Context: an optimization exercise on an open-source flow, tuned for small area, a short achievable clock period and few clock cycles. The choices shown serve that exercise and are no tape-out recipe. In this exercise RTL edits were held to simulation tests only and were not proved equivalent to the original. No activity file was given, so power comes from the tool's default toggle rates.

File: flow/design.v
module mcv_mul (
    input  wire [17:0] x,
    input  wire [15:0] g,      
    input  wire [7:0]  bo,     
    input  wire [7:0]  bt,     
    input  wire [7:0]  bn,     
    output wire [34:0] ra,
    output wire [34:0] rb
);
    wire w0 = ((x[0] & bo[0]) | (1'b0 & bt[0])) ^ bn[0];
    wire w1 = ((x[1] & bo[0]) | (x[0] & bt[0])) ^ bn[0];
    wire w2 = ((x[2] & bo[0]) | (x[1] & bt[0])) ^ bn[0];
    wire w3 = ((x[3] & bo[0]) | (x[2] & bt[0])) ^ bn[0];
    wire w4 = ((x[4] & bo[0]) | (x[3] & bt[0])) ^ bn[0];
    wire w5 = ((x[5] & bo[0]) | (x[4] & bt[0])) ^ bn[0];
    wire w6 = ((x[6] & bo[0]) | (x[5] & bt[0])) ^ bn[0];
    wire w7 = ((x[7] & bo[0]) | (x[6] & bt[0])) ^ bn[0];
    wire w8 = ((x[8] & bo[0]) | (x[7] & bt[0])) ^ bn[0];
    wire w9 = ((x[9] & bo[0]) | (x[8] & bt[0])) ^ bn[0];
    wire w10 = ((x[10] & bo[0]) | (x[9] & bt[0])) ^ bn[0];
    wire w11 = ((x[11] & bo[0]) | (x[10] & bt[0])) ^ bn[0];
    wire w12 = ((x[12] & bo[0]) | (x[11] & bt[0])) ^ bn[0];
    wire w13 = ((x[13] & bo[0]) | (x[12] & bt[0])) ^ bn[0];
    wire w14 = ((x[14] & bo[0]) | (x[13] & bt[0])) ^ bn[0];
    wire w15 = ((x[15] & bo[0]) | (x[14] & bt[0])) ^ bn[0];
    wire w16 = ((x[16] & bo[0]) | (x[15] & bt[0])) ^ bn[0];
    wire w17 = ((x[17] & bo[0]) | (x[16] & bt[0])) ^ bn[0];
    wire w18 = ((x[17] & bo[0]) | (x[17] & bt[0])) ^ bn[0];
    wire w19 = ~w18;
    wire w20 = ((x[0] & bo[1]) | (1'b0 & bt[1])) ^ bn[1];
    wire w21 = ((x[1] & bo[1]) | (x[0] & bt[1])) ^ bn[1];
    wire w22 = ((x[2] & bo[1]) | (x[1] & bt[1])) ^ bn[1];
    wire w23 = ((x[3] & bo[1]) | (x[2] & bt[1])) ^ bn[1];
    wire w24 = ((x[4] & bo[1]) | (x[3] & bt[1])) ^ bn[1];
    wire w25 = ((x[5] & bo[1]) | (x[4] & bt[1])) ^ bn[1];
    wire w26 = ((x[6] & bo[1]) | (x[5] & bt[1])) ^ bn[1];
    wire w27 = ((x[7] & bo[1]) | (x[6] & bt[1])) ^ bn[1];
    wire w28 = ((x[8] & bo[1]) | (x[7] & bt[1])) ^ bn[1];
    wire w29 = ((x[9] & bo[1]) | (x[8] & bt[1])) ^ bn[1];
    wire w30 = ((x[10] & bo[1]) | (x[9] & bt[1])) ^ bn[1];
    wire w31 = ((x[11] & bo[1]) | (x[10] & bt[1])) ^ bn[1];
    wire w32 = ((x[12] & bo[1]) | (x[11] & bt[1])) ^ bn[1];
    wire w33 = ((x[13] & bo[1]) | (x[12] & bt[1])) ^ bn[1];
    wire w34 = ((x[14] & bo[1]) | (x[13] & bt[1])) ^ bn[1];
    wire w35 = ((x[15] & bo[1]) | (x[14] & bt[1])) ^ bn[1];
    wire w36 = ((x[16] & bo[1]) | (x[15] & bt[1])) ^ bn[1];
    wire w37 = ((x[17] & bo[1]) | (x[16] & bt[1])) ^ bn[1];
    wire w38 = ((x[17] & bo[1]) | (x[17] & bt[1])) ^ bn[1];
    wire w39 = ~w38;
    wire w40 = ((x[0] & bo[2]) | (1'b0 & bt[2])) ^ bn[2];
    wire w41 = ((x[1] & bo[2]) | (x[0] & bt[2])) ^ bn[2];
    wire w42 = ((x[2] & bo[2]) | (x[1] & bt[2])) ^ bn[2];
    wire w43 = ((x[3] & bo[2]) | (x[2] & bt[2])) ^ bn[2];
    wire w44 = ((x[4] & bo[2]) | (x[3] & bt[2])) ^ bn[2];
    wire w45 = ((x[5] & bo[2]) | (x[4] & bt[2])) ^ bn[2];
    wire w46 = ((x[6] & bo[2]) | (x[5] & bt[2])) ^ bn[2];
    wire w47 = ((x[7] & bo[2]) | (x[6] & bt[2])) ^ bn[2];
    wire w48 = ((x[8] & bo[2]) | (x[7] & bt[2])) ^ bn[2];
    wire w49 = ((x[9] & bo[2]) | (x[8] & bt[2])) ^ bn[2];
    wire w50 = ((x[10] & bo[2]) | (x[9] & bt[2])) ^ bn[2];
    wire w51 = ((x[11] & bo[2]) | (x[10] & bt[2])) ^ bn[2];
    wire w52 = ((x[12] & bo[2]) | (x[11] & bt[2])) ^ bn[2];
    wire w53 = ((x[13] & bo[2]) | (x[12] & bt[2])) ^ bn[2];
    wire w54 = ((x[14] & bo[2]) | (x[13] & bt[2])) ^ bn[2];
    wire w55 = ((x[15] & bo[2]) | (x[14] & bt[2])) ^ bn[2];
    wire w56 = ((x[16] & bo[2]) | (x[15] & bt[2])) ^ bn[2];
    wire w57 = ((x[17] & bo[2]) | (x[16] & bt[2])) ^ bn[2];
    wire w58 = ((x[17] & bo[2]) | (x[17] & bt[2])) ^ bn[2];
    wire w59 = ~w58;
    wire w60 = ((x[0] & bo[3]) | (1'b0 & bt[3])) ^ bn[3];
    wire w61 = ((x[1] & bo[3]) | (x[0] & bt[3])) ^ bn[3];
    wire w62 = ((x[2] & bo[3]) | (x[1] & bt[3])) ^ bn[3];
    wire w63 = ((x[3] & bo[3]) | (x[2] & bt[3])) ^ bn[3];
    wire w64 = ((x[4] & bo[3]) | (x[3] & bt[3])) ^ bn[3];
    wire w65 = ((x[5] & bo[3]) | (x[4] & bt[3])) ^ bn[3];
    wire w66 = ((x[6] & bo[3]) | (x[5] & bt[3])) ^ bn[3];
    wire w67 = ((x[7] & bo[3]) | (x[6] & bt[3])) ^ bn[3];
    wire w68 = ((x[8] & bo[3]) | (x[7] & bt[3])) ^ bn[3];
    wire w69 = ((x[9] & bo[3]) | (x[8] & bt[3])) ^ bn[3];
    wire w70 = ((x[10] & bo[3]) | (x[9] & bt[3])) ^ bn[3];
    wire w71 = ((x[11] & bo[3]) | (x[10] & bt[3])) ^ bn[3];
    wire w72 = ((x[12] & bo[3]) | (x[11] & bt[3])) ^ bn[3];
    wire w73 = ((x[13] & bo[3]) | (x[12] & bt[3])) ^ bn[3];
    wire w74 = ((x[14] & bo[3]) | (x[13] & bt[3])) ^ bn[3];
    wire w75 = ((x[15] & bo[3]) | (x[14] & bt[3])) ^ bn[3];
    wire w76 = ((x[16] & bo[3]) | (x[15] & bt[3])) ^ bn[3];
    wire w77 = ((x[17] & bo[3]) | (x[16] & bt[3])) ^ bn[3];
    wire w78 = ((x[17] & bo[3]) | (x[17] & bt[3])) ^ bn[3];
    wire w79 = ~w78;
    wire w80 = ((x[0] & bo[4]) | (1'b0 & bt[4])) ^ bn[4];
    wire w81 = ((x[1] & bo[4]) | (x[0] & bt[4])) ^ bn[4];
    wire w82 = ((x[2] & bo[4]) | (x[1] & bt[4])) ^ bn[4];
    wire w83 = ((x[3] & bo[4]) | (x[2] & bt[4])) ^ bn[4];
    wire w84 = ((x[4] & bo[4]) | (x[3] & bt[4])) ^ bn[4];
    wire w85 = ((x[5] & bo[4]) | (x[4] & bt[4])) ^ bn[4];
    wire w86 = ((x[6] & bo[4]) | (x[5] & bt[4])) ^ bn[4];
    wire w87 = ((x[7] & bo[4]) | (x[6] & bt[4])) ^ bn[4];
    wire w88 = ((x[8] & bo[4]) | (x[7] & bt[4])) ^ bn[4];
    wire w89 = ((x[9] & bo[4]) | (x[8] & bt[4])) ^ bn[4];
    wire w90 = ((x[10] & bo[4]) | (x[9] & bt[4])) ^ bn[4];
    wire w91 = ((x[11] & bo[4]) | (x[10] & bt[4])) ^ bn[4];
    wire w92 = ((x[12] & bo[4]) | (x[11] & bt[4])) ^ bn[4];
    wire w93 = ((x[13] & bo[4]) | (x[12] & bt[4])) ^ bn[4];
    wire w94 = ((x[14] & bo[4]) | (x[13] & bt[4])) ^ bn[4];
    wire w95 = ((x[15] & bo[4]) | (x[14] & bt[4])) ^ bn[4];
    wire w96 = ((x[16] & bo[4]) | (x[15] & bt[4])) ^ bn[4];
    wire w97 = ((x[17] & bo[4]) | (x[16] & bt[4])) ^ bn[4];
    wire w98 = ((x[17] & bo[4]) | (x[17] & bt[4])) ^ bn[4];
    wire w99 = ~w98;
    wire w100 = ((x[0] & bo[5]) | (1'b0 & bt[5])) ^ bn[5];
    wire w101 = ((x[1] & bo[5]) | (x[0] & bt[5])) ^ bn[5];
    wire w102 = ((x[2] & bo[5]) | (x[1] & bt[5])) ^ bn[5];
    wire w103 = ((x[3] & bo[5]) | (x[2] & bt[5])) ^ bn[5];
    wire w104 = ((x[4] & bo[5]) | (x[3] & bt[5])) ^ bn[5];
    wire w105 = ((x[5] & bo[5]) | (x[4] & bt[5])) ^ bn[5];
    wire w106 = ((x[6] & bo[5]) | (x[5] & bt[5])) ^ bn[5];
    wire w107 = ((x[7] & bo[5]) | (x[6] & bt[5])) ^ bn[5];
    wire w108 = ((x[8] & bo[5]) | (x[7] & bt[5])) ^ bn[5];
    wire w109 = ((x[9] & bo[5]) | (x[8] & bt[5])) ^ bn[5];
    wire w110 = ((x[10] & bo[5]) | (x[9] & bt[5])) ^ bn[5];
    wire w111 = ((x[11] & bo[5]) | (x[10] & bt[5])) ^ bn[5];
    wire w112 = ((x[12] & bo[5]) | (x[11] & bt[5])) ^ bn[5];
    wire w113 = ((x[13] & bo[5]) | (x[12] & bt[5])) ^ bn[5];
    wire w114 = ((x[14] & bo[5]) | (x[13] & bt[5])) ^ bn[5];
    wire w115 = ((x[15] & bo[5]) | (x[14] & bt[5])) ^ bn[5];
    wire w116 = ((x[16] & bo[5]) | (x[15] & bt[5])) ^ bn[5];
    wire w117 = ((x[17] & bo[5]) | (x[16] & bt[5])) ^ bn[5];
    wire w118 = ((x[17] & bo[5]) | (x[17] & bt[5])) ^ bn[5];
    wire w119 = ~w118;
    wire w120 = ((x[0] & bo[6]) | (1'b0 & bt[6])) ^ bn[6];
    wire w121 = ((x[1] & bo[6]) | (x[0] & bt[6])) ^ bn[6];
    wire w122 = ((x[2] & bo[6]) | (x[1] & bt[6])) ^ bn[6];
    wire w123 = ((x[3] & bo[6]) | (x[2] & bt[6])) ^ bn[6];
    wire w124 = ((x[4] & bo[6]) | (x[3] & bt[6])) ^ bn[6];
    wire w125 = ((x[5] & bo[6]) | (x[4] & bt[6])) ^ bn[6];
    wire w126 = ((x[6] & bo[6]) | (x[5] & bt[6])) ^ bn[6];
    wire w127 = ((x[7] & bo[6]) | (x[6] & bt[6])) ^ bn[6];
    wire w128 = ((x[8] & bo[6]) | (x[7] & bt[6])) ^ bn[6];
    wire w129 = ((x[9] & bo[6]) | (x[8] & bt[6])) ^ bn[6];
    wire w130 = ((x[10] & bo[6]) | (x[9] & bt[6])) ^ bn[6];
    wire w131 = ((x[11] & bo[6]) | (x[10] & bt[6])) ^ bn[6];
    wire w132 = ((x[12] & bo[6]) | (x[11] & bt[6])) ^ bn[6];
    wire w133 = ((x[13] & bo[6]) | (x[12] & bt[6])) ^ bn[6];
    wire w134 = ((x[14] & bo[6]) | (x[13] & bt[6])) ^ bn[6];
    wire w135 = ((x[15] & bo[6]) | (x[14] & bt[6])) ^ bn[6];
    wire w136 = ((x[16] & bo[6]) | (x[15] & bt[6])) ^ bn[6];
    wire w137 = ((x[17] & bo[6]) | (x[16] & bt[6])) ^ bn[6];
    wire w138 = ((x[17] & bo[6]) | (x[17] & bt[6])) ^ bn[6];
    wire w139 = ~w138;
    wire w140 = ((x[0] & bo[7]) | (1'b0 & bt[7])) ^ bn[7];
    wire w141 = ((x[1] & bo[7]) | (x[0] & bt[7])) ^ bn[7];
    wire w142 = ((x[2] & bo[7]) | (x[1] & bt[7])) ^ bn[7];
    wire w143 = ((x[3] & bo[7]) | (x[2] & bt[7])) ^ bn[7];
    wire w144 = ((x[4] & bo[7]) | (x[3] & bt[7])) ^ bn[7];
    wire w145 = ((x[5] & bo[7]) | (x[4] & bt[7])) ^ bn[7];
    wire w146 = ((x[6] & bo[7]) | (x[5] & bt[7])) ^ bn[7];
    wire w147 = ((x[7] & bo[7]) | (x[6] & bt[7])) ^ bn[7];
    wire w148 = ((x[8] & bo[7]) | (x[7] & bt[7])) ^ bn[7];
    wire w149 = ((x[9] & bo[7]) | (x[8] & bt[7])) ^ bn[7];
    wire w150 = ((x[10] & bo[7]) | (x[9] & bt[7])) ^ bn[7];
    wire w151 = ((x[11] & bo[7]) | (x[10] & bt[7])) ^ bn[7];
    wire w152 = ((x[12] & bo[7]) | (x[11] & bt[7])) ^ bn[7];
    wire w153 = ((x[13] & bo[7]) | (x[12] & bt[7])) ^ bn[7];
    wire w154 = ((x[14] & bo[7]) | (x[13] & bt[7])) ^ bn[7];
    wire w155 = ((x[15] & bo[7]) | (x[14] & bt[7])) ^ bn[7];
    wire w156 = ((x[16] & bo[7]) | (x[15] & bt[7])) ^ bn[7];
    wire w157 = ((x[17] & bo[7]) | (x[16] & bt[7])) ^ bn[7];
    wire w158 = ((x[17] & bo[7]) | (x[17] & bt[7])) ^ bn[7];
    wire w159 = ~w158;
    wire w160 = g[15] & x[0];
    wire w161 = g[15] & x[1];
    wire w162 = g[15] & x[2];
    wire w163 = g[15] & x[3];
    wire w164 = g[15] & x[4];
    wire w165 = g[15] & x[5];
    wire w166 = g[15] & x[6];
    wire w167 = g[15] & x[7];
    wire w168 = g[15] & x[8];
    wire w169 = g[15] & x[9];
    wire w170 = g[15] & x[10];
    wire w171 = g[15] & x[11];
    wire w172 = g[15] & x[12];
    wire w173 = g[15] & x[13];
    wire w174 = g[15] & x[14];
    wire w175 = g[15] & x[15];
    wire w176 = g[15] & x[16];
    wire w177 = ~(g[15] & x[17]);
    wire w178 = w10 ^ w28;
    wire w179 = w10 & w28;
    wire w180 = w11 ^ w29;
    wire w181 = w11 & w29;
    wire w182 = w12 ^ w30 ^ w48;
    wire w183 = (w12 & w30) | (w12 & w48) | (w30 & w48);
    wire w184 = w66 ^ w84;
    wire w185 = w66 & w84;
    wire w186 = w13 ^ w31 ^ w49;
    wire w187 = (w13 & w31) | (w13 & w49) | (w31 & w49);
    wire w188 = w67 ^ w85;
    wire w189 = w67 & w85;
    wire w190 = w14 ^ w32 ^ w50;
    wire w191 = (w14 & w32) | (w14 & w50) | (w32 & w50);
    wire w192 = w68 ^ w86 ^ w104;
    wire w193 = (w68 & w86) | (w68 & w104) | (w86 & w104);
    wire w194 = w122 ^ w140;
    wire w195 = w122 & w140;
    wire w196 = w15 ^ w33 ^ w51;
    wire w197 = (w15 & w33) | (w15 & w51) | (w33 & w51);
    wire w198 = w69 ^ w87 ^ w105;
    wire w199 = (w69 & w87) | (w69 & w105) | (w87 & w105);
    wire w200 = w123 ^ w141;
    wire w201 = w123 & w141;
    wire w202 = w16 ^ w34 ^ w52;
    wire w203 = (w16 & w34) | (w16 & w52) | (w34 & w52);
    wire w204 = w70 ^ w88 ^ w106;
    wire w205 = (w70 & w88) | (w70 & w106) | (w88 & w106);
    wire w206 = w124 ^ w142 ^ w160;
    wire w207 = (w124 & w142) | (w124 & w160) | (w142 & w160);
    wire w208 = w17 ^ w35 ^ w53;
    wire w209 = (w17 & w35) | (w17 & w53) | (w35 & w53);
    wire w210 = w71 ^ w89 ^ w107;
    wire w211 = (w71 & w89) | (w71 & w107) | (w89 & w107);
    wire w212 = w125 ^ w143 ^ w161;
    wire w213 = (w125 & w143) | (w125 & w161) | (w143 & w161);
    wire w214 = w19 ^ w36 ^ w54;
    wire w215 = (w19 & w36) | (w19 & w54) | (w36 & w54);
    wire w216 = w72 ^ w90 ^ w108;
    wire w217 = (w72 & w90) | (w72 & w108) | (w90 & w108);
    wire w218 = w126 ^ w144 ^ w162;
    wire w219 = (w126 & w144) | (w126 & w162) | (w144 & w162);
    wire w220 = w37 ^ w55 ^ w73;
    wire w221 = (w37 & w55) | (w37 & w73) | (w55 & w73);
    wire w222 = w91 ^ w109 ^ w127;
    wire w223 = (w91 & w109) | (w91 & w127) | (w109 & w127);
    wire w224 = w145 ^ w163;
    wire w225 = w145 & w163;
    wire w226 = w39 ^ w56 ^ w74;
    wire w227 = (w39 & w56) | (w39 & w74) | (w56 & w74);
    wire w228 = w92 ^ w110 ^ w128;
    wire w229 = (w92 & w110) | (w92 & w128) | (w110 & w128);
    wire w230 = w146 ^ w164 ^ 1'b1;
    wire w231 = (w146 & w164) | (w146 & 1'b1) | (w164 & 1'b1);
    wire w232 = w57 ^ w75 ^ w93;
    wire w233 = (w57 & w75) | (w57 & w93) | (w75 & w93);
    wire w234 = w111 ^ w129 ^ w147;
    wire w235 = (w111 & w129) | (w111 & w147) | (w129 & w147);
    wire w236 = w165 ^ 1'b1;
    wire w237 = w165 & 1'b1;
    wire w238 = w59 ^ w76 ^ w94;
    wire w239 = (w59 & w76) | (w59 & w94) | (w76 & w94);
    wire w240 = w112 ^ w130 ^ w148;
    wire w241 = (w112 & w130) | (w112 & w148) | (w130 & w148);
    wire w242 = w77 ^ w95 ^ w113;
    wire w243 = (w77 & w95) | (w77 & w113) | (w95 & w113);
    wire w244 = w131 ^ w149;
    wire w245 = w131 & w149;
    wire w246 = w79 ^ w96 ^ w114;
    wire w247 = (w79 & w96) | (w79 & w114) | (w96 & w114);
    wire w248 = w97 ^ w115;
    wire w249 = w97 & w115;
    wire w250 = w6 ^ w24;
    wire w251 = w6 & w24;
    wire w252 = w7 ^ w25;
    wire w253 = w7 & w25;
    wire w254 = w8 ^ w26 ^ w44;
    wire w255 = (w8 & w26) | (w8 & w44) | (w26 & w44);
    wire w256 = w62 ^ w80;
    wire w257 = w62 & w80;
    wire w258 = w9 ^ w27 ^ w45;
    wire w259 = (w9 & w27) | (w9 & w45) | (w27 & w45);
    wire w260 = w63 ^ w81;
    wire w261 = w63 & w81;
    wire w262 = w178 ^ w46 ^ w64;
    wire w263 = (w178 & w46) | (w178 & w64) | (w46 & w64);
    wire w264 = w82 ^ w100 ^ bn[5];
    wire w265 = (w82 & w100) | (w82 & bn[5]) | (w100 & bn[5]);
    wire w266 = w179 ^ w180 ^ w47;
    wire w267 = (w179 & w180) | (w179 & w47) | (w180 & w47);
    wire w268 = w65 ^ w83 ^ w101;
    wire w269 = (w65 & w83) | (w65 & w101) | (w83 & w101);
    wire w270 = w181 ^ w182 ^ w184;
    wire w271 = (w181 & w182) | (w181 & w184) | (w182 & w184);
    wire w272 = w102 ^ w120 ^ bn[6];
    wire w273 = (w102 & w120) | (w102 & bn[6]) | (w120 & bn[6]);
    wire w274 = w183 ^ w185 ^ w186;
    wire w275 = (w183 & w185) | (w183 & w186) | (w185 & w186);
    wire w276 = w188 ^ w103 ^ w121;
    wire w277 = (w188 & w103) | (w188 & w121) | (w103 & w121);
    wire w278 = w187 ^ w189 ^ w190;
    wire w279 = (w187 & w189) | (w187 & w190) | (w189 & w190);
    wire w280 = w192 ^ w194 ^ bn[7];
    wire w281 = (w192 & w194) | (w192 & bn[7]) | (w194 & bn[7]);
    wire w282 = w191 ^ w193 ^ w195;
    wire w283 = (w191 & w193) | (w191 & w195) | (w193 & w195);
    wire w284 = w196 ^ w198 ^ w200;
    wire w285 = (w196 & w198) | (w196 & w200) | (w198 & w200);
    wire w286 = w197 ^ w199 ^ w201;
    wire w287 = (w197 & w199) | (w197 & w201) | (w199 & w201);
    wire w288 = w202 ^ w204 ^ w206;
    wire w289 = (w202 & w204) | (w202 & w206) | (w204 & w206);
    wire w290 = w203 ^ w205 ^ w207;
    wire w291 = (w203 & w205) | (w203 & w207) | (w205 & w207);
    wire w292 = w208 ^ w210 ^ w212;
    wire w293 = (w208 & w210) | (w208 & w212) | (w210 & w212);
    wire w294 = w209 ^ w211 ^ w213;
    wire w295 = (w209 & w211) | (w209 & w213) | (w211 & w213);
    wire w296 = w214 ^ w216 ^ w218;
    wire w297 = (w214 & w216) | (w214 & w218) | (w216 & w218);
    wire w298 = w215 ^ w217 ^ w219;
    wire w299 = (w215 & w217) | (w215 & w219) | (w217 & w219);
    wire w300 = w220 ^ w222 ^ w224;
    wire w301 = (w220 & w222) | (w220 & w224) | (w222 & w224);
    wire w302 = w221 ^ w223 ^ w225;
    wire w303 = (w221 & w223) | (w221 & w225) | (w223 & w225);
    wire w304 = w226 ^ w228 ^ w230;
    wire w305 = (w226 & w228) | (w226 & w230) | (w228 & w230);
    wire w306 = w227 ^ w229 ^ w231;
    wire w307 = (w227 & w229) | (w227 & w231) | (w229 & w231);
    wire w308 = w232 ^ w234 ^ w236;
    wire w309 = (w232 & w234) | (w232 & w236) | (w234 & w236);
    wire w310 = w233 ^ w235 ^ w237;
    wire w311 = (w233 & w235) | (w233 & w237) | (w235 & w237);
    wire w312 = w238 ^ w240 ^ w166;
    wire w313 = (w238 & w240) | (w238 & w166) | (w240 & w166);
    wire w314 = w239 ^ w241 ^ w242;
    wire w315 = (w239 & w241) | (w239 & w242) | (w241 & w242);
    wire w316 = w244 ^ w167 ^ 1'b1;
    wire w317 = (w244 & w167) | (w244 & 1'b1) | (w167 & 1'b1);
    wire w318 = w243 ^ w245 ^ w246;
    wire w319 = (w243 & w245) | (w243 & w246) | (w245 & w246);
    wire w320 = w132 ^ w150 ^ w168;
    wire w321 = (w132 & w150) | (w132 & w168) | (w150 & w168);
    wire w322 = w247 ^ w248 ^ w133;
    wire w323 = (w247 & w248) | (w247 & w133) | (w248 & w133);
    wire w324 = w151 ^ w169 ^ 1'b1;
    wire w325 = (w151 & w169) | (w151 & 1'b1) | (w169 & 1'b1);
    wire w326 = w249 ^ w99 ^ w116;
    wire w327 = (w249 & w99) | (w249 & w116) | (w99 & w116);
    wire w328 = w134 ^ w152 ^ w170;
    wire w329 = (w134 & w152) | (w134 & w170) | (w152 & w170);
    wire w330 = w117 ^ w135 ^ w153;
    wire w331 = (w117 & w135) | (w117 & w153) | (w135 & w153);
    wire w332 = w171 ^ 1'b1;
    wire w333 = w171 & 1'b1;
    wire w334 = w119 ^ w136 ^ w154;
    wire w335 = (w119 & w136) | (w119 & w154) | (w136 & w154);
    wire w336 = w137 ^ w155;
    wire w337 = w137 & w155;
    wire w338 = w4 ^ w22;
    wire w339 = w4 & w22;
    wire w340 = w5 ^ w23;
    wire w341 = w5 & w23;
    wire w342 = w250 ^ w42 ^ w60;
    wire w343 = (w250 & w42) | (w250 & w60) | (w42 & w60);
    wire w344 = w251 ^ w252 ^ w43;
    wire w345 = (w251 & w252) | (w251 & w43) | (w252 & w43);
    wire w346 = w253 ^ w254 ^ w256;
    wire w347 = (w253 & w254) | (w253 & w256) | (w254 & w256);
    wire w348 = w255 ^ w257 ^ w258;
    wire w349 = (w255 & w257) | (w255 & w258) | (w257 & w258);
    wire w350 = w259 ^ w261 ^ w262;
    wire w351 = (w259 & w261) | (w259 & w262) | (w261 & w262);
    wire w352 = w263 ^ w265 ^ w266;
    wire w353 = (w263 & w265) | (w263 & w266) | (w265 & w266);
    wire w354 = w267 ^ w269 ^ w270;
    wire w355 = (w267 & w269) | (w267 & w270) | (w269 & w270);
    wire w356 = w271 ^ w273 ^ w274;
    wire w357 = (w271 & w273) | (w271 & w274) | (w273 & w274);
    wire w358 = w275 ^ w277 ^ w278;
    wire w359 = (w275 & w277) | (w275 & w278) | (w277 & w278);
    wire w360 = w279 ^ w281 ^ w282;
    wire w361 = (w279 & w281) | (w279 & w282) | (w281 & w282);
    wire w362 = w283 ^ w285 ^ w286;
    wire w363 = (w283 & w285) | (w283 & w286) | (w285 & w286);
    wire w364 = w287 ^ w289 ^ w290;
    wire w365 = (w287 & w289) | (w287 & w290) | (w289 & w290);
    wire w366 = w291 ^ w293 ^ w294;
    wire w367 = (w291 & w293) | (w291 & w294) | (w293 & w294);
    wire w368 = w295 ^ w297 ^ w298;
    wire w369 = (w295 & w297) | (w295 & w298) | (w297 & w298);
    wire w370 = w299 ^ w301 ^ w302;
    wire w371 = (w299 & w301) | (w299 & w302) | (w301 & w302);
    wire w372 = w303 ^ w305 ^ w306;
    wire w373 = (w303 & w305) | (w303 & w306) | (w305 & w306);
    wire w374 = w307 ^ w309 ^ w310;
    wire w375 = (w307 & w309) | (w307 & w310) | (w309 & w310);
    wire w376 = w311 ^ w313 ^ w314;
    wire w377 = (w311 & w313) | (w311 & w314) | (w313 & w314);
    wire w378 = w315 ^ w317 ^ w318;
    wire w379 = (w315 & w317) | (w315 & w318) | (w317 & w318);
    wire w380 = w319 ^ w321 ^ w322;
    wire w381 = (w319 & w321) | (w319 & w322) | (w321 & w322);
    wire w382 = w323 ^ w325 ^ w326;
    wire w383 = (w323 & w325) | (w323 & w326) | (w325 & w326);
    wire w384 = w327 ^ w329 ^ w330;
    wire w385 = (w327 & w329) | (w327 & w330) | (w329 & w330);
    wire w386 = w331 ^ w333 ^ w334;
    wire w387 = (w331 & w333) | (w331 & w334) | (w333 & w334);
    wire w388 = w335 ^ w336 ^ w173;
    wire w389 = (w335 & w336) | (w335 & w173) | (w336 & w173);
    wire w390 = w337 ^ w139 ^ w156;
    wire w391 = (w337 & w139) | (w337 & w156) | (w139 & w156);
    wire w392 = w157 ^ w175;
    wire w393 = w157 & w175;
    wire w394 = w2 ^ w20;
    wire w395 = w2 & w20;
    wire w396 = w3 ^ w21;
    wire w397 = w3 & w21;
    wire w398 = w338 ^ w40 ^ bn[2];
    wire w399 = (w338 & w40) | (w338 & bn[2]) | (w40 & bn[2]);
    wire w400 = w339 ^ w340 ^ w41;
    wire w401 = (w339 & w340) | (w339 & w41) | (w340 & w41);
    wire w402 = w341 ^ w342 ^ bn[3];
    wire w403 = (w341 & w342) | (w341 & bn[3]) | (w342 & bn[3]);
    wire w404 = w343 ^ w344 ^ w61;
    wire w405 = (w343 & w344) | (w343 & w61) | (w344 & w61);
    wire w406 = w345 ^ w346 ^ bn[4];
    wire w407 = (w345 & w346) | (w345 & bn[4]) | (w346 & bn[4]);
    wire w408 = w347 ^ w348 ^ w260;
    wire w409 = (w347 & w348) | (w347 & w260) | (w348 & w260);
    wire w410 = w349 ^ w350 ^ w264;
    wire w411 = (w349 & w350) | (w349 & w264) | (w350 & w264);
    wire w412 = w351 ^ w352 ^ w268;
    wire w413 = (w351 & w352) | (w351 & w268) | (w352 & w268);
    wire w414 = w353 ^ w354 ^ w272;
    wire w415 = (w353 & w354) | (w353 & w272) | (w354 & w272);
    wire w416 = w355 ^ w356 ^ w276;
    wire w417 = (w355 & w356) | (w355 & w276) | (w356 & w276);
    wire w418 = w357 ^ w358 ^ w280;
    wire w419 = (w357 & w358) | (w357 & w280) | (w358 & w280);
    wire w420 = w359 ^ w360 ^ w284;
    wire w421 = (w359 & w360) | (w359 & w284) | (w360 & w284);
    wire w422 = w361 ^ w362 ^ w288;
    wire w423 = (w361 & w362) | (w361 & w288) | (w362 & w288);
    wire w424 = w363 ^ w364 ^ w292;
    wire w425 = (w363 & w364) | (w363 & w292) | (w364 & w292);
    wire w426 = w365 ^ w366 ^ w296;
    wire w427 = (w365 & w366) | (w365 & w296) | (w366 & w296);
    wire w428 = w367 ^ w368 ^ w300;
    wire w429 = (w367 & w368) | (w367 & w300) | (w368 & w300);
    wire w430 = w369 ^ w370 ^ w304;
    wire w431 = (w369 & w370) | (w369 & w304) | (w370 & w304);
    wire w432 = w371 ^ w372 ^ w308;
    wire w433 = (w371 & w372) | (w371 & w308) | (w372 & w308);
    wire w434 = w373 ^ w374 ^ w312;
    wire w435 = (w373 & w374) | (w373 & w312) | (w374 & w312);
    wire w436 = w375 ^ w376 ^ w316;
    wire w437 = (w375 & w376) | (w375 & w316) | (w376 & w316);
    wire w438 = w377 ^ w378 ^ w320;
    wire w439 = (w377 & w378) | (w377 & w320) | (w378 & w320);
    wire w440 = w379 ^ w380 ^ w324;
    wire w441 = (w379 & w380) | (w379 & w324) | (w380 & w324);
    wire w442 = w381 ^ w382 ^ w328;
    wire w443 = (w381 & w382) | (w381 & w328) | (w382 & w328);
    wire w444 = w383 ^ w384 ^ w332;
    wire w445 = (w383 & w384) | (w383 & w332) | (w384 & w332);
    wire w446 = w385 ^ w386 ^ w172;
    wire w447 = (w385 & w386) | (w385 & w172) | (w386 & w172);
    wire w448 = w387 ^ w388 ^ 1'b1;
    wire w449 = (w387 & w388) | (w387 & 1'b1) | (w388 & 1'b1);
    wire w450 = w389 ^ w390 ^ w174;
    wire w451 = (w389 & w390) | (w389 & w174) | (w390 & w174);
    wire w452 = w391 ^ w392 ^ 1'b1;
    wire w453 = (w391 & w392) | (w391 & 1'b1) | (w392 & 1'b1);
    wire w454 = w393 ^ w159 ^ w176;
    wire w455 = (w393 & w159) | (w393 & w176) | (w159 & w176);
    assign ra = {1'b1, w455, w453, w451, w449, w447, w445, w443, w441, w439, w437, w435, w433, w431, w429, w427, w425, w423, w421, w419, w417, w415, w413, w411, w409, w407, w405, w403, w401, w399, w397, w395, w394, w1, w0};
    assign rb = {1'b0, w177, w454, w452, w450, w448, w446, w444, w442, w440, w438, w436, w434, w432, w430, w428, w426, w424, w422, w420, w418, w416, w414, w412, w410, w408, w406, w404, w402, w400, w398, w396, bn[1], 1'b0, bn[0]};
endmodule
module mcv_add12 (
    input  wire [11:0] a,
    input  wire [11:0] b,
    output wire [12:0] s
);
    wire [11:0] p = a ^ b;
    wire g0_1 = (a[1] & b[1]) | (p[1] & (a[0] & b[0]));
    wire q0_1 = p[1] & p[0];
    wire g0_3 = (a[3] & b[3]) | (p[3] & (a[2] & b[2]));
    wire q0_3 = p[3] & p[2];
    wire g0_5 = (a[5] & b[5]) | (p[5] & (a[4] & b[4]));
    wire q0_5 = p[5] & p[4];
    wire g0_7 = (a[7] & b[7]) | (p[7] & (a[6] & b[6]));
    wire q0_7 = p[7] & p[6];
    wire g0_9 = (a[9] & b[9]) | (p[9] & (a[8] & b[8]));
    wire q0_9 = p[9] & p[8];
    wire g0_11 = (a[11] & b[11]) | (p[11] & (a[10] & b[10]));
    wire q0_11 = p[11] & p[10];
    wire g1_2 = (a[2] & b[2]) | (p[2] & g0_1);
    wire q1_2 = p[2] & q0_1;
    wire g1_3 = g0_3 | (q0_3 & g0_1);
    wire q1_3 = q0_3 & q0_1;
    wire g1_6 = (a[6] & b[6]) | (p[6] & g0_5);
    wire q1_6 = p[6] & q0_5;
    wire g1_7 = g0_7 | (q0_7 & g0_5);
    wire q1_7 = q0_7 & q0_5;
    wire g1_10 = (a[10] & b[10]) | (p[10] & g0_9);
    wire q1_10 = p[10] & q0_9;
    wire g1_11 = g0_11 | (q0_11 & g0_9);
    wire q1_11 = q0_11 & q0_9;
    wire g2_4 = (a[4] & b[4]) | (p[4] & g1_3);
    wire q2_4 = p[4] & q1_3;
    wire g2_5 = g0_5 | (q0_5 & g1_3);
    wire q2_5 = q0_5 & q1_3;
    wire g2_6 = g1_6 | (q1_6 & g1_3);
    wire q2_6 = q1_6 & q1_3;
    wire g2_7 = g1_7 | (q1_7 & g1_3);
    wire q2_7 = q1_7 & q1_3;
    wire g3_8 = (a[8] & b[8]) | (p[8] & g2_7);
    wire q3_8 = p[8] & q2_7;
    wire g3_9 = g0_9 | (q0_9 & g2_7);
    wire q3_9 = q0_9 & q2_7;
    wire g3_10 = g1_10 | (q1_10 & g2_7);
    wire q3_10 = q1_10 & q2_7;
    wire g3_11 = g1_11 | (q1_11 & g2_7);
    wire q3_11 = q1_11 & q2_7;
    assign s = {g3_11, p[11] ^ g3_10, p[10] ^ g3_9, p[9] ^ g3_8, p[8] ^ g2_7, p[7] ^ g2_6, p[6] ^ g2_5, p[5] ^ g2_4, p[4] ^ g1_3, p[3] ^ g1_2, p[2] ^ g0_1, p[1] ^ (a[0] & b[0]), p[0]};
endmodule
module mcv_cal (
    input  wire        clk,
    input  wire        rst,
    input  wire        s_valid,
    output wire        s_ready,
    input  wire [1:0]  s_op,       
    input  wire [2:0]  s_conv,
    input  wire [27:0] s_data,
    output reg         o_valid,
    output reg         o_kind,     
    output reg  [2:0]  o_conv,
    output reg  [11:0] o_raw,
    output reg         o_clamp,
    output reg         o_ok,
    output reg  [15:0] o_gain,
    output reg  [11:0] o_offset
);
    localparam OP_MEAS    = 2'd0;
    localparam OP_CAL     = 2'd1;
    localparam OP_RESTART = 2'd2;
    localparam OP_LOAD    = 2'd3;
    integer i;
    reg        busy;             
    reg        rdy;              
    assign s_ready = rdy;
    reg [11:0] cal_off  [0:7];
    reg [15:0] cal_gain [0:7];
    reg [5:0]  cal_cnt  [0:7];
    reg [16:0] sum_lo   [0:7];
    reg [16:0] sum_hi   [0:7];
    reg [7:0]  ld;
    reg [7:0]  em;
    reg [7:0]  hv;
    reg [7:0]  lt;
    reg [7:0]  ld_nx, em_nx, hv_nx, lt_nx;      
    reg        a_v;
    reg [1:0]  a_op;
    reg [2:0]  a_conv;
    reg [27:0] a_data;
    reg [7:0]  a_sc;             
    reg [7:0]  a_sx;             
    reg [7:0]  a_sm;             
    reg        a_md;             
    reg [7:0]  a_gc;             
    reg [7:0]  a_gh;             
    wire [7:0] s_dec  = 8'd1 << s_conv;
    wire       s_take = s_valid & rdy;
    wire       s_meas = s_op == OP_MEAS;
    wire       s_cal  = s_op == OP_CAL;
    wire       s_last = s_take & s_cal & |(s_dec & lt_nx);
    always @(posedge clk) begin
        a_v    <= s_take & ~rst;
        a_op   <= s_op;
        a_conv <= s_conv;
        a_data <= s_data;
        a_sc   <= s_cal   ? s_dec : 8'd0;
        a_sx   <= s_op[1] ? s_dec : 8'd0;
        a_sm   <= s_meas  ? (s_dec & ld_nx) : 8'd0;
        a_md   <= s_meas & ~|(s_dec & ld_nx);
        a_gc   <= s_cal   ? (s_dec & ~em_nx) : 8'd0;
        a_gh   <= s_cal   ? (s_dec & hv_nx) : 8'd0;
    end
    wire        go     = a_v;
    wire [11:0] a_u    = a_data[11:0];
    reg  [11:0] r_off;
    reg  [15:0] r_gain;
    reg  [5:0]  r_cnt;
    reg  [16:0] r_lo, r_hi;
    always @(*) begin
        r_off = 12'd0; r_gain = {a_md, 15'd0};
        r_cnt = 6'd0; r_lo = 17'd0; r_hi = 17'd0;
        for (i = 0; i < 8; i = i + 1) begin
            r_off   = r_off   | ({12{a_sm[i]}} & cal_off[i]);
            r_gain  = r_gain  | ({16{a_sm[i]}} & cal_gain[i]);
            r_cnt   = r_cnt   | ({6{a_gc[i]}}  & cal_cnt[i]);
            r_lo    = r_lo    | ({17{a_gc[i]}} & sum_lo[i]);
            r_hi    = r_hi    | ({17{a_gh[i]}} & sum_hi[i]);
        end
    end
    wire        c_odd  = r_cnt[0];                          
    wire [5:0]  c_cnt1 = r_cnt + 6'd1;
    wire [12:0] c_lo12, c_hi12;
    mcv_add12 u_alo (.a(r_lo[11:0]), .b(a_u), .s(c_lo12));
    mcv_add12 u_ahi (.a(r_hi[11:0]), .b(a_u), .s(c_hi12));
    wire [4:0]  c_lo5  = r_lo[16:12] + 5'd1;
    wire [4:0]  c_hi5  = r_hi[16:12] + 5'd1;
    wire [16:0] c_lo   = {c_lo12[12] ? c_lo5 : r_lo[16:12], c_lo12[11:0]};
    wire [16:0] c_hi   = {c_hi12[12] ? c_hi5 : r_hi[16:12], c_hi12[11:0]};
    wire do_cal  = go & (a_op == OP_CAL);      
    wire do_lo   = do_cal & ~c_odd;
    wire do_hi   = do_cal & c_odd;             
    wire do_last = do_cal & |(a_sc & lt);      
    wire do_rst  = go & (a_op == OP_RESTART);  
    wire do_load = go & (a_op == OP_LOAD);     
    reg [17:0] dv_d;
    reg [16:0] dv_r;
    reg [3:0]  dv_ro;
    reg [4:0]  dv_n;
    reg        dv_okm;           
    reg [7:0]  dv_sel;
    reg        dv_kz;            
    wire [2:0] dv_conv = {|dv_sel[7:4], dv_sel[7] | dv_sel[6] | dv_sel[3] | dv_sel[2],
                          dv_sel[7] | dv_sel[5] | dv_sel[3] | dv_sel[1]};
    wire        dv_k1   = (dv_n == 5'd0);
    wire [17:0] k_d     = dv_d - {1'b0, dv_r};
    wire [17:0] k_l     = k_d + 18'h6666;
    wire [21:0] k_m     = {2'b00, dv_r, 3'b000} - {4'd0, dv_d} + 22'd28679;
    wire [17:0] g_t   = {dv_r, o_gain[15]};
    wire [18:0] g_s   = {1'b0, g_t} - {1'b0, dv_d};
    wire        g_q   = ~g_s[18];
    wire [15:0] g_nxt = {o_gain[14:0], g_q};
    wire [4:0]  f_t   = {dv_ro, o_offset[11]};
    wire        f_q   = (f_t >= 5'd14);
    wire        f_on  = (dv_n >= 5'd5);
    wire [11:0] f_nxt = {o_offset[10:0], f_q ^ (dv_n == 5'd5)};
    wire        dv_last = (dv_n == 5'd16);
    wire        dv_wr   = busy & dv_last & dv_okm;
    reg        m_v;
    reg [2:0]  m_conv;
    reg [17:0] m_x;
    reg        m_g15;
    reg [7:0]  m_bo, m_bt, m_bn;     
    reg        p_v;
    reg [2:0]  p_conv;
    reg [22:0] p_a;
    reg [22:0] p_b;
    reg        p_c;
    wire [34:0] m_ra, m_rb;
    mcv_mul u_mul (.x(m_x), .g({m_g15, 15'd0}), .bo(m_bo), .bt(m_bt), .bn(m_bn),
                   .ra(m_ra), .rb(m_rb));
    wire [16:0] r_gx = {r_gain, 1'b0};
    reg  [7:0]  r_bo, r_bt, r_bn;
    always @(*) begin
        for (i = 0; i < 8; i = i + 1) begin
            r_bo[i] = r_gx[2*i+1] ^ r_gx[2*i];
            r_bt[i] = (r_gx[2*i+2] & ~r_gx[2*i+1] & ~r_gx[2*i]) |
                      (~r_gx[2*i+2] & r_gx[2*i+1] & r_gx[2*i]);
            r_bn[i] = r_gx[2*i+2] & ~(r_gx[2*i+1] & r_gx[2*i]);
        end
    end
    wire [12:0] m_lo  = {1'b0, m_ra[11:0]} + {1'b0, m_rb[11:0]};
    wire [22:0] q_up  = p_a + p_b + {22'd0, p_c};       
    wire [16:0] q_hi  = q_up[22:6];                     
    wire        m_neg = q_hi[16];
    wire        m_big = ~q_hi[16] & (q_hi[15:13] != 3'd0);
    always @(*) begin
        for (i = 0; i < 8; i = i + 1) begin
            ld_nx[i] = ld[i] | (do_load & a_sx[i]) | (dv_wr & dv_sel[i]);
            em_nx[i] = ((do_lo & a_sc[i]) ? 1'b0 : em[i]) |
                       (do_last & a_sc[i]) | (do_rst & a_sx[i]);
            hv_nx[i] = ((do_hi & a_sc[i]) | hv[i]) &
                       ~((do_last & a_sc[i]) | (do_rst & a_sx[i]));
            lt_nx[i] = ((do_cal & a_sc[i]) ? (c_cnt1 == 6'd63) : lt[i]) &
                       ~((do_last & a_sc[i]) | (do_rst & a_sx[i]));
            if (rst) begin
                ld_nx[i] = 1'b0;
                em_nx[i] = 1'b1;
                hv_nx[i] = 1'b0;
                lt_nx[i] = 1'b0;
            end
        end
    end
    always @(posedge clk) begin
        m_conv <= a_conv;
        m_x    <= {2'b00, a_u, 4'b0000} - {{6{r_off[11]}}, r_off};
        m_g15  <= r_gain[15];
        m_bo   <= r_bo;
        m_bt   <= r_bt;
        m_bn   <= r_bn;
        p_conv <= m_conv;
        p_a    <= m_ra[34:12];
        p_b    <= m_rb[34:12];
        p_c    <= m_lo[12];
        for (i = 0; i < 8; i = i + 1) begin
            if (do_lo & a_sc[i]) begin
                sum_lo[i]  <= c_lo;
                cal_cnt[i] <= c_cnt1;
            end
            if (do_hi & a_sc[i]) begin
                sum_hi[i]  <= c_hi;
                cal_cnt[i] <= c_cnt1;
            end
            if (busy ? (dv_wr & dv_sel[i]) : (do_load & a_sx[i])) begin
                cal_off[i]  <= busy ? f_nxt : a_data[11:0];
                cal_gain[i] <= busy ? g_nxt : a_data[27:12];
            end
        end
        if (!busy) begin
            dv_d    <= {1'b0, c_hi};
            dv_r    <= r_lo;
            dv_sel  <= a_sc;
            dv_n    <= 5'd0;
        end else begin
            dv_n <= dv_n + 5'd1;
            if (dv_k1) begin
                dv_d     <= k_d;
                dv_r     <= 17'h0B333;
                o_gain   <= k_l[16:1];
                dv_ro    <= k_m[15:12];
                o_offset <= k_m[11:0];
                dv_kz    <= (k_m[21:16] == 6'd0);
            end else begin
                if (dv_n == 5'd1)
                    dv_okm <= dv_kz && ({dv_ro, o_offset} >= 16'd21504) &&
                              ({dv_ro, o_offset} <= 16'd35853) &&
                              (dv_d >= 18'd89077) && (dv_d <= 18'd94589);
                dv_r   <= g_q ? g_s[16:0] : g_t[16:0];
                o_gain <= g_nxt;
                if (f_on) begin
                    dv_ro    <= f_q ? (f_t - 5'd14) : f_t[3:0];
                    o_offset <= f_nxt;
                end
            end
        end
        o_kind  <= ~p_v;
        o_conv  <= p_v ? p_conv : dv_conv;
        o_raw   <= m_neg ? 12'd0 : (m_big ? 12'd4095 : q_hi[12:1]);
        o_clamp <= m_neg | m_big;
        o_ok    <= dv_okm;
        ld <= ld_nx;
        em <= em_nx;
        hv <= hv_nx;
        lt <= lt_nx;
        if (rst) begin
            busy    <= 1'b0;
            rdy     <= 1'b1;
            m_v     <= 1'b0;
            p_v     <= 1'b0;
            o_valid <= 1'b0;
        end else begin
            m_v     <= go & (a_op == OP_MEAS);
            p_v     <= m_v;
            o_valid <= p_v | (busy & dv_last);
            if (s_last)
                rdy <= 1'b0;
            else if (busy & (dv_n == 5'd15))
                rdy <= 1'b1;
            if (do_last)
                busy <= 1'b1;
            else if (busy & dv_last)
                busy <= 1'b0;
        end
    end
endmodule
File: flow/flow/run.sh
#!/bin/bash
# The standard layout (standard.sh: the standard synthesis and the ORFS
# steps with the standard flow's config.mk and constraint.sdc, unchanged), with ORFS's
# repair_timing asked to leave more setup slack than the default, so that it
# also shortens paths that already meet the design's clock period.
set -euo pipefail
MARGIN=${MARGIN:-8}
bash standard.sh SETUP_SLACK_MARGIN=$MARGIN finish > run_make.log 2>&1
File: flow/standard.sh
#!/bin/bash
# synth_recipe.tcl (not shown) runs the flow's synth.tcl, then flattens the netlist and writes it again
# the make line also repeats each setting of config.mk as NAME=value (left out here)
make -C /OpenROAD-flow-scripts/flow DESIGN_CONFIG=/design/flow/config.mk WORK_HOME=/design/flow/orfs CLKGATE_MAP_FILE= SYNTH_SCRIPT=/design/flow/synth_recipe.tcl "${@:-finish}"
File: flow/config.mk
export PLATFORM = sky130hd
export DESIGN_NAME = mcv_cal
export DESIGN_NICKNAME = mcv_cal
export VERILOG_FILES = /design/flow/design.v
export SDC_FILE = /design/flow/constraint.sdc
export NUM_CORES = 4
export LEC_CHECK = 0
export CAP_MARGIN = 20
export CORE_MARGIN = 2
export CORE_UTILIZATION = 65
export SLEW_MARGIN = 20
File: flow/constraint.sdc
create_clock -name core_clock -period 12.0 [get_ports {clk}]
set_input_delay 2.4000 -clock core_clock [delete_from_list [all_inputs] [get_ports {clk}]]
set_output_delay 2.4000 -clock core_clock [all_outputs]
set_load 0.01 [all_outputs]
==> metrics.md, run 1 <==
| Metric | Value |
|---|---|
| Iter 0 DRT Violations | `2,688` |
| CP Capture Type | `flip-flop` |
| Layout cell share with drive strength beyond 1 | `10.5%` |
| Share of flip-flops with an asynchronous set or reset | `0%` |
| Via-per-instance ratio | `6.50` |
| Hold Vio Cnt, Final | `0` |
| Fmax | `247 MHz` |
| Grt total ovfl | `0` |
| M1 GR Usage | `~45%` |
| Critical path type | `reg -> reg` |
| Wire length per cell | `25.6 µm` |
| Sequential share of power | `50.1%` |
| Die Width | `255 µm` |
| RR Startpoint | `a_gc[2]` |
| Core area | `62,700 µm²` |
| Worst hold path type | `reg -> reg` |
| Post-DP HPWL | `70,700 µm` |
| Critical path peak fanout | `23` |
| Top cells by area, synth | `edfxtp_1, dfxtp_1, a22oi_1` |
| Least-Margin Pin Slew | `1.04 ns` |
| Max-slew violations | `0` |
| Gate count of the mapped netlist | `3,305` |
| Syn_nets | `3,625` |
| Switching power | `1.51 mW` |
| Largest net degree at the start of global routing | `60` |
| Clk slew on worst S/H paths | `approximately 0.060 ns` |
| Max_slew headroom | `between 30% and 40%` |
| Synth warnings | `6` |
| Fin crit period | `approximately 4.0 ns` |
| Period utilization | `33.7%` |
| Top Usage Layer GRT | `met2` |
| Worst VDD drop | `0.171 mV` |
| IO Count | `84` |
| DRC violations left | `0` |
| Initial antenna violation count | `3` |
| Critical Path Start Type | `flip-flop` |
| Site row count | `92` |
| Max-cap violation count | `0` |
| Routing usage on met3 | `4.99%` |
| Routability Congestion | `approximately 0.95` |
| Post-synth EDFFs | `603` |
| FF+latch count, synth | `850` |
| Synthesized cell area | `41,000 µm²` |
| All-layer global routing usage | `34.1%` |
| Final setup fails | `0` |
| End point of the critical path | `rdy` |
| Area grow syn2layout | `12.4%` |
| Most frequent cell after synthesis | `edfxtp_1` |
| GRT met2 Usage | `56.0%` |
| Top cell type's share of synthesized area | `44.2%` |
| Dominant synthesized flop cell | `edfxtp_1` |
| Die H | `255 µm` |
| Post-route ant nets | `0` |
| Reg2Reg Depth | `13` |
| Global-route wire length before repair | `166,000 µm` |
| CP Data Arrival Time | `4.59 ns` |
| R2r endpoint | `rdy` |
| I/O Buffers | `83` |
| CTS Buf Count | `85` |
| TritonCTS sink count | `850` |
| Status | `no timing/DRC/antenna violations` |
| Crit path from | `a_gc[2]` |
| Comb pwr share | `~7.8%` |
| Seq/Total Area, Yosys | `56.3%` |
| CTS tree | `yes` |
| CTS Buffer Depth | `3` |
| Unrepaired setup endpoints after global routing | `true` |
| Pwr dens | `142 nW/µm²` |
| Leakage | `16.8 nW` |
| Post-Route WL | `110,000 µm` |
| Leading area contributor after synthesis | `edfxtp_1` |
| FF-to-FF setup slack | `7.95 ns` |
| Hold Path Origin | `m_conv[2]` |
| Final core occ | `between 70% and 80%` |
| Initial core utilization | `65.3%` |
| Synth top cells by count | `edfxtp_1, a22oi_1, dfxtp_1, inv_1, xnor2_1` |
| Switching share of power | `23.0%` |
| Layout Nets | `about 3,700` |
| Syn avg cell area | `around 12 µm²` |
| Power share of the clock group | `42.1%` |
| Post-route total power | `~6.6 mW` |
| Die area | `~65,000 µm²` |
| Total number of vias | `27,900` |
| TNS Setup | `0 ns` |
| Int Pwr | `around 5.0 mW` |
| Vias in the first global route | `about 28,000` |
| H-Tree Depth | `3` |
| Total iterations of the first detailed-routing run | `6` |
| Library cells used by synthesis | `95` |
| Req. time, crit path | `~13 ns` |
| CTS root buffer | `clkbuf_16` |
| Final Skew | `0.0425 ns` |
| Worst skew pair latency | `0.65 ns` |
[power by group through the flow]
stage | combinational, mW | clock (mW) | sequential (mW)
4_1_cts | 0.506 | 2.78 | 3.28
3_5_place_dp | 0.495 | 0 | 3.34
5_1_grt | 0.573 | 2.90 | 3.28
6_report | 0.511 | 2.76 | 3.28
2_1_floorplan | 0.361 | 0 | 3.30
3_3_place_gp | 0.482 | 0 | 3.34
[per-layer routing]
layer	share of wire, %	wire length (µm)
met3	8.4	9290
met4	5.2	5690
met1	38	42000
met2	48	53100
met5	0.012	13
[registers in the layout, summed over array words and instances, names as in the netlist, 17 cells and up]
| register | cells |
|---|---|
| a_data | 28 |
| cal_cnt | 48 |
| cal_gain | 128 |
| cal_off | 96 |
| dv_d | 18 |
| dv_r | 17 |
| m_x | 18 |
| p_a | 22 |
| p_b | 22 |
| sum_hi | 136 |
| sum_lo | 136 |
[worst max-delay path, stage by stage (launching register included)]
cell      delay [ns]
dfxtp_1         0.30
buf_4           0.26
a22oi_1         0.38
nand4_1         0.30
ha_1            0.33
inv_1           0.11
nand2_1         0.06
o32ai_1         0.61
nand4_1         0.33
or3_1           0.38
a221oi_1        0.34
a221o_1         0.22
a41o_1          0.17
o21ba_2         0.15
[worst min-delay path by stage]
| stage | cells after the start | slack [ns] | to |
|---|---|---|---|
| floorplan | 0 | 0.31 | m_conv[0] |
| global placement | 0 | 0.31 | m_conv[1] |
| detailed placement | 0 | 0.31 | p_conv[2] |
| CTS | 0 | 0.33 | p_conv[2] |
| global route | 0 | 0.33 | p_conv[2] |
| finish | 0 | 0.33 | p_conv[2] |
[area by class of cell]
type / count / area (µm²)
sequential: 850 / 23100
fill: 4221 / 16700
multi-input combinational: 2023 / 16500
clock buffer: 105 / 2310
timing repair buffer: 172 / 1480
tap: 846 / 1060
inverter: 248 / 931
clock inverter: 50 / 626
antenna: 2 / 5.00
[through the flow]
step,hold slack [ns],setup WS (ns),std cells,area [µm²]
2_1_floorplan,0.310,8.15,3305,41000
3_3_place_gp,0.313,6.87,4102,42600
3_5_place_dp,0.315,6.94,4102,42600
4_1_cts,0.328,7.74,4287,45800
5_1_grt,0.330,7.81,4294,46000
6_report,0.326,7.95,4296,46000
[kinds of logic (layout without fill, tap and decap cells)]
logic type / count (synthesis) / after routing / share of synthesized area (%)
other cells: 0 / 2 / 0
fa+ha+maj: 284 / 284 / 10.9
mux: 53 / 53 / 1.43
compound gates: 815 / 815 / 14.2
buf+inv: 433 / 575 / 4.02
flops: 850 / 850 / 56.3
xor+xnor: 260 / 260 / 5.56
simple gates: 610 / 611 / 7.58
[what timing repair did]
item                       4_1_cts  5_1_grt
gates cloned                     1        0
hold buffers                     0        0
pin swaps                        4        5
setup endpoints to repair      145      121
gates resized for setup         42       51
setup buffers                   29        7
[cell usage in the layout (no fill, tap or decap), types with 53 or more instances in the layout]
cell,Yosys,final
a21oi_1,95,93
a22oi_1,411,411
buf_4,1,86
clkbuf_16,0,88
clkdlybuf4s50_1,0,53
dfxtp_1,247,221
edfxtp_1,603,603
fa_1,120,120
ha_1,164,161
inv_1,244,243
nand2_1,147,147
nand4_1,58,59
nor2_1,149,144
o21ai_0,95,94
xnor2_1,172,162
xor2_1,88,84
Testbench counts, summed over its fixed seeds: cycles 19,150.
==> run 2: changes to the inputs <==
--- a/flow/config.mk
+++ b/flow/config.mk
@@ -9,3 +9,3 @@
 export CORE_MARGIN = 2
-export CORE_UTILIZATION = 65
+export CORE_UTILIZATION = 40
 export SLEW_MARGIN = 20
==> run 2 against run 1 <==
Net effect: global-route usage shrank 13 points; clock-buffer cell count grew 29; utilization shrank 27 points; largest cell class unchanged.
==> metrics.md, run 2 <==
| Metric | Value |
|---|---|
| Most frequent cell after synthesis | `edfxtp_1` |
| I/O Buffers | `83` |
| Area grow syn2layout | `14.2%` |
| TNS Setup | `0 ns` |
| Max_slew headroom | `between 20% and 30%` |
| Length of routed met3 wiring | `7290 µm` |
| Critical path type | `reg -> reg` |
| Reg area | `23,100 µm²` |
| Pwr dens | `143 nW/µm²` |
| Grt total ovfl | `0` |
| Gate count of the mapped netlist | `3,305` |
| Die H | `about 320 µm` |
| Final Skew | `0.0281 ns` |
| TritonCTS sink count | `850` |
| CP Data Arrival Time | `4.46 ns` |
| Leading area contributor after synthesis | `edfxtp_1` |
| Iter 0 DRT Violations | `2,428` |
| Initial core utilization | `roughly two fifths` |
| Initial antenna violation count | `2` |
| Layout Nets | `between 3,000 and 4,000` |
| Status | `no timing/DRC/antenna violations` |
| FF+latch count, synth | `850` |
| Core area | `102,000 µm²` |
| Period utilization | `between 30 and 40%` |
| Synth warnings | `6` |
| All-layer global routing usage | `between 20% and 30%` |
| Die area | `105,000 µm²` |
| CTS root buffer | `clkbuf_16` |
| Share of flip-flops with an asynchronous set or reset | `0%` |
| CTS tree | `yes` |
| Post-Route WL | `111,000 µm` |
| Cts-stage hold buffer count | `0` |
| IO Count | `84` |
| Clk slew on worst S/H paths | `roughly 0.06 ns` |
| Post-route ant nets | `0` |
| Top cell type's share of synthesized area | `44.2%` |
| Most common cell after layout, fill and taps aside | `edfxtp_1` |
| Least-Margin Pin Slew | `1.10 ns` |
| Fmax | `253 MHz` |
| Via-per-instance ratio | `5.63` |
| Library cells used by synthesis | `95` |
| Critical Path Start Type | `flip-flop` |
| Highest routed layer | `met5` |
| Total number of vias | `27,200` |
| CP Capture Type | `flip-flop` |
| Site row count | `approximately 120` |
| Met2 wire length | `50,900 µm` |
| H-Tree Depth | `3` |
| Largest net degree at the start of global routing | `60` |
| Post-synth EDFFs | `~600` |
| Seq/Total Area, Yosys | `56.3%` |
| Fillers | `9,163` |
| Wire length per cell | `roughly 23 µm` |
| Unrepaired setup endpoints after global routing | `true` |
| Worst skew pair latency | `0.69 ns` |
| Synth top cells by count | `edfxtp_1, a22oi_1, dfxtp_1, inv_1, xnor2_1` |
| CTS Buffer Depth | `3` |
| Fin crit period | `approximately 4.0 ns` |
| Syn_nets | `3,625` |
| Worst VDD drop | `0.109 mV` |
| Max-cap violation count | `0` |
| Final setup fails | `0` |
| Req. time, crit path | `12.50 ns` |
| Die Width | `between 300 and 400 µm` |
| Syn avg cell area | `12.4 µm²` |
| Top cells by area, synth | `edfxtp_1, dfxtp_1, a22oi_1` |
| Vias in the first global route | `~27,000` |
| Routability Congestion | `0.886` |
| WL met1 | `about 50,000 µm` |
| CTS Buf Count | `93` |
| Multi-input gate area | `16,500 µm²` |
| Synthesized cell area | `around 41,000 µm²` |
| DRC violations left | `0` |
| Post-DP HPWL | `72,800 µm` |
| Total iterations of the first detailed-routing run | `5` |
| Max-slew violations | `0` |
| Most frequent cells in the layout | `edfxtp_1, a22oi_1, inv_1, dfxtp_1` |
| Post-route total power | `~6.7 mW` |
| Critical path peak fanout | `9` |
| Layout cell share with drive strength beyond 1 | `9.93%` |
| Fin Hold WS | `0.321 ns` |
| Worst hold path type | `reg -> reg` |
| Global-route wire length before repair | `about 170,000 µm` |
| Leakage | `16.8 nW` |
| Top Registers | `sum_hi: 136 flops, sum_lo: 136 flops, cal_gain: 128 flops` |
| Dominant synthesized flop cell | `edfxtp_1` |
| Hold Vio Cnt, Final | `0` |
-- run 2: cell counts after synthesis --
No cell type changed its count.
-- run 2: timing repair --
action / 4_1_cts / 5_1_grt
pin swaps: 1 / 3
resized for setup: 39 / 27
setup endpoints to repair: 76 / 95
cloned: 1 / 0
buffers inserted: 15 / 7
-- run 2: worst paths after layout --
path              from        end  slack (ns)  depth (start not counted)
max            dv_d[3]      dv_kz        8.05                         12
min          a_conv[1]  m_conv[1]        0.32                          0
max reg2reg    dv_d[3]      dv_kz        8.05                         12
min reg2reg  a_conv[1]  m_conv[1]        0.32                          0
-- run 2: routing by layer --
layer  GRT usage, %  vias up
li1               -    12400
met1           29.7    13700
met2           33.9      905
met3           3.35      172
met4           6.81        2
met5              0        -
-- run 2: stage by stage --
stage | area (µm²) | cells | util [%] | setup slack [ns]
2_1_floorplan | 41000 | 3305 | - | 8.15
3_5_place_dp | 43300 | 4632 | 42.6 | 7.24
3_3_place_gp | 43300 | 4632 | 42.6 | 7.32
5_1_grt | 46700 | 4831 | 46.0 | 7.83
6_report | 46700 | 4832 | 46.0 | 8.05
4_1_cts | 46500 | 4824 | 45.8 | 8.01
-- run 2: layout make-up --
| class | count | area share, % |
|---|---|---|
| Clock inverter | 42 | 1.03 |
| Multi-Input combinational cell | 2023 | 35.3 |
| Timing Repair Buffer | 166 | 3.07 |
| Sequential cell | 850 | 49.3 |
| Inverter | 248 | 1.99 |
| Tap cell | 1368 | 3.66 |
| Antenna cell | 1 | 0.00535 |
| Clock buffer | 134 | 5.64 |
-- run 2: kinds of logic (layout without fill, tap and decap cells) --
logic type	count (synthesis)	count (layout)	share of synthesized area (%)
AOI/OAI and AO/OA	815	815	14.2
adders and majority gates	284	284	10.9
buffers and inverters	433	590	4.02
other	0	1	0
xor gates and xnor gates	260	260	5.56
and+or+nand+nor	610	611	7.58
muxes	53	53	1.43
DFF	850	850	56.3
-- run 2: critical path: stages, from the launching register on --
cell and delay (ns):
edfxtp_1 0.40, inv_1 0.11, ha_1 0.44, nor4b_4 0.40, o21ai_2 0.16, a311o_1 0.38
xor2_1 0.39, nor2_1 0.09, and3b_1 0.21, or4_4 0.44, or3_1 0.32, a211o_1 0.26
a22oi_1 0.18
-- run 2: where the power goes --
part           switching (mW)  internal [mW]  total, mW
Combinational           0.287          0.223      0.509
Sequential             0.0571           3.21       3.26
Clock                    1.19           1.71       2.90

[separate check: timing with driven ports]
In the flow no input, the clock included, has a driving cell. The finished layouts below were timed again as built, in two steps.
Step 1 sets driving cells, clkbuf_16 on the clock port and buf_2 on the other inputs (assumed; they add their load-dependent delay and slew).
Step 2, shift: input delay + t, output delay - t, t = (earliest + latest rising clock arrival at the registers) / 2. This alone moves slack from input paths to output paths.
a / b / c = ideal ports / drivers / drivers and shift; a / b = the first two.
run | shift t [ns] | slack for setup (ns) | worst register clock-pin slew, ns
run 1 | 0.695 | 7.955 / 7.955 / 7.452 | 0.07 / 0.07
run 2 | 0.738 | 8.045 / 7.991 / 7.420 | 0.07 / 0.07
After both steps every run listed still meets setup and hold. For run 2, which loses most, drivers alone change the setup slack by -0.054 ns; drivers and shift together by -0.625 ns.
